From an optimization exercise on the open Yosys and OpenROAD flow, aimed at small area; shortcuts taken in it are not production practice. The RTL was checked by simulation tests, not by an equivalence proof against the original design.

== red ==
==> flow/design.v (excerpt) <==
module dresser_channel (
    input  wire        clk,
    input  wire        rst,           
    input  wire        enable,
    input  wire [12:0] ratio,
    input  wire        invert,
    input  wire        bit_valid,
    input  wire        bit_in,
    input  wire        gain_we,
    input  wire        offset_we,
    input  wire [31:0] coef_wdata,
    input  wire        apply,
    input  wire [2:0]  flags_clr,
    output reg         result_valid,
    output wire [31:0] result_y,
    output wire [31:0] result_x,
    output reg  [2:0]  flags
);
For scale: roughly 4000 cells after synthesis, about 480 flip-flops, about 130 I/O pins.
clock: 40.0 ns
lec_check: 0
abc_area: 1
cap_margin: 20
core_margin: 2
core_utilization: 65
cts_buf_list: sky130_fd_sc_hd__clkbuf_8
cts_cluster_diameter: 60
cts_cluster_size: 16
slew_margin: 20
standard.sh (not shown) runs the stock make flow with config.mk's settings and CLKGATE_MAP_FILE= SYNTH_SCRIPT=/design/flow/synth_recipe.tcl, a recipe that flattens the netlist after the stock synthesis.
==> flow/flow/run.sh <==
#!/bin/bash
set -euo pipefail
bash standard.sh \
  CTS_ARGS="-sink_clustering_enable -repair_clock_nets -sink_clustering_size 16 -sink_clustering_max_diameter 60 -buf_list sky130_fd_sc_hd__clkbuf_8 -dont_use_dummy_load" \
  finish > flow.log 2>&1
red completed end to end with timing, DRC and antenna clean.
## Diff of input files: blue against red
==> flow/run.sh (new file) <==
#!/bin/bash
# synth_recipe.tcl (not shown) runs the flow's synth.tcl, then flattens the netlist and writes it again
# the make line also repeats each setting of config.mk as NAME=value (left out here)
make -C /OpenROAD-flow-scripts/flow DESIGN_CONFIG=/design/flow/config.mk WORK_HOME=/design/flow/orfs CLKGATE_MAP_FILE= SYNTH_SCRIPT=/design/flow/synth_recipe.tcl finish
removed: flow/flow/run.sh
removed: flow/standard.sh
## What came out
- Having completed the whole flow, blue delivered a layout that passed the timing, DRC and antenna checks.
- Diff red..blue | total of flip-flops plus latches after synthesis | unchanged
- Average wire length per cell after detail routing in blue is 0.91% below red.
- Between red and blue, the difference in post-CTS clock slew at the launch and capture registers of the worst setup and hold paths is negligible.
- Between red and blue, the final-layout non-clock buffer area share figures differ only marginally.

========
## build 86
dresser_channel again, from the RTL that the note above started with.
clock: 40.0 ns
lec_check: 0
abc_area: 1
cap_margin: 20
core_margin: 2
core_utilization: 65
slew_margin: 20
run.sh (not shown) runs the stock make flow with config.mk's settings and CLKGATE_MAP_FILE= SYNTH_SCRIPT=/design/flow/synth_recipe.tcl, a recipe that flattens the netlist after the stock synthesis.
Stock flow here: none of the scripts above is used.
Looking at the reports, build 86 completed the entire flow and the layout it produced met the timing, DRC and antenna checks.
Changes in build 22 relative to build 86:
Settings: putting CTS_CLUSTER_DIAMETER at 60 where nothing was set; putting CTS_CLUSTER_SIZE at 24 where nothing was set.
==> results.txt <==
Build 22 ran to completion and came out clean on the timing, DRC and antenna checks.
In summary, build 86 completed successfully, with a layout that passed the timing, DRC and antenna checks.
Per the comparison of build 22 with build 86, final core utilization saw a decrease; worst setup slack saw a decrease; top achievable clock speed saw a decrease.
Per the comparison of build 22 with build 86, number of inserted diodes decreased 2.
Comparing final period demand of the worst path for build 86 and build 22, the smaller number came from build 86.
As far as max-capacitance violation count goes, build 22 and build 86 are indistinguishable; the numbers are identical.
The run showing the smaller first-pass GRT wire length is build 22.
STATUS headroom to the max-slew limit: build 22 loses against build 86
The inputs of build 83 differ from those of build 22 as listed below.
Settings: swapping 24 for 20 in CTS_CLUSTER_SIZE; putting CTS_BUF_LIST at sky130_fd_sc_hd__clkbuf_8 where nothing was set.
==> flow/flow/run.sh (new file) <==
#!/bin/bash
set -euo pipefail
bash standard.sh \
  CTS_ARGS="-sink_clustering_enable -repair_clock_nets -sink_clustering_size 20 -sink_clustering_max_diameter 60 -buf_list sky130_fd_sc_hd__clkbuf_8 -dont_use_dummy_load" \
  finish > flow.log 2>&1
==> flow/standard.sh (new file) <==
#!/bin/bash
# synth_recipe.tcl (not shown) runs the flow's synth.tcl, then flattens the netlist and writes it again
# the make line also repeats each setting of config.mk as NAME=value (left out here)
make -C /OpenROAD-flow-scripts/flow DESIGN_CONFIG=/design/flow/config.mk WORK_HOME=/design/flow/orfs CLKGATE_MAP_FILE= SYNTH_SCRIPT=/design/flow/synth_recipe.tcl "${@:-finish}"
removed: flow/run.sh
Findings:
Build 83 went all the way through the flow, and no timing, DRC or antenna check failed. Area growth from synthesis to final layout (lower): build 83. As far as post-synthesis share of cell area spent on full adders, half adders and majority gates goes, build 22 and build 83 are indistinguishable; the numbers are identical. Compared with build 22, cell count in build 83 decreased slightly. Against build 22, final instance area in build 83 came out better. Going from build 22 to build 83, the post-layout minimum cycle time was found to have gone down by 0.059 ns. Routed wire length on met3 sits lower in build 83 than in build 22. | number of diodes | build 83 vs build 22 | 3 higher |.
diff inputs: build 83 => build 91
Settings: CTS_CLUSTER_SIZE changed from 20 to 16.
==> flow/flow/run.sh <==
#!/bin/bash
# The standard layout (the standard.sh, unchanged synthesis), with clock
# tree synthesis told not to add dummy loads: the same CTS arguments ORFS
# builds from CTS_CLUSTER_SIZE / CTS_CLUSTER_DIAMETER, plus
# -dont_use_dummy_load. Each tool's full output stays in ORFS's own logs
# (orfs/logs/...); make's output goes to flow.log here.
set -euo pipefail
bash standard.sh \
  CTS_ARGS="-sink_clustering_enable -repair_clock_nets -sink_clustering_size 16 -sink_clustering_max_diameter 60 -buf_list sky130_fd_sc_hd__clkbuf_8 -dont_use_dummy_load" \
  finish > flow.log 2>&1
### Flow results
Diff build 83..build 91 | number of buffers inserted to repair setup after CTS | unchanged. Overall fraction of global-route tracks in use was higher in build 91 than in build 83. Layout inverter count without the clock tree came out exactly the same in build 83 and build 91.

afterwards: timing with drivers on the ports:
The results above use ideal ports. As a check the final layouts listed here were re-extracted and re-timed, cells and wires unchanged. Step 1, drivers: a clkbuf_16 drives clk and a buf_2 each remaining input, both assumed. Step 2 times the ports against the registers' clock, not the clock port: input delays grow and output delays shrink by t, the midpoint of the rising clock arrivals with the driver on. Three values: no drivers, after step 1, after step 2; two values: the first two.
run | t, ns | setup WS [ns] | hold slack, ns | worst setup path after step 2
red | 0.676 | 9.354 / 9.354 / 9.309 | 0.439 / 0.439 / 0.439 | input to register
blue | 0.718 | 9.329 / 9.329 / 9.329 | 0.440 / 0.440 / 0.440 | register to register
build 86 | 0.675 | 9.295 / 9.295 / 8.912 | 0.436 / 0.436 / 0.436 | input to register
build 22 | 0.669 | 9.151 / 9.151 / 9.012 | 0.428 / 0.428 / 0.428 | input to register
build 83 | 0.680 | 9.210 / 9.210 / 9.210 | 0.443 / 0.443 / 0.443 | register to register
build 91 | 0.676 | 9.354 / 9.354 / 9.309 | 0.439 / 0.439 / 0.439 | input to register
After both steps every run listed still meets setup and hold. The setup slack of build 86, which loses most, moves by 0.000 ns with the drivers and by -0.383 ns with both steps.
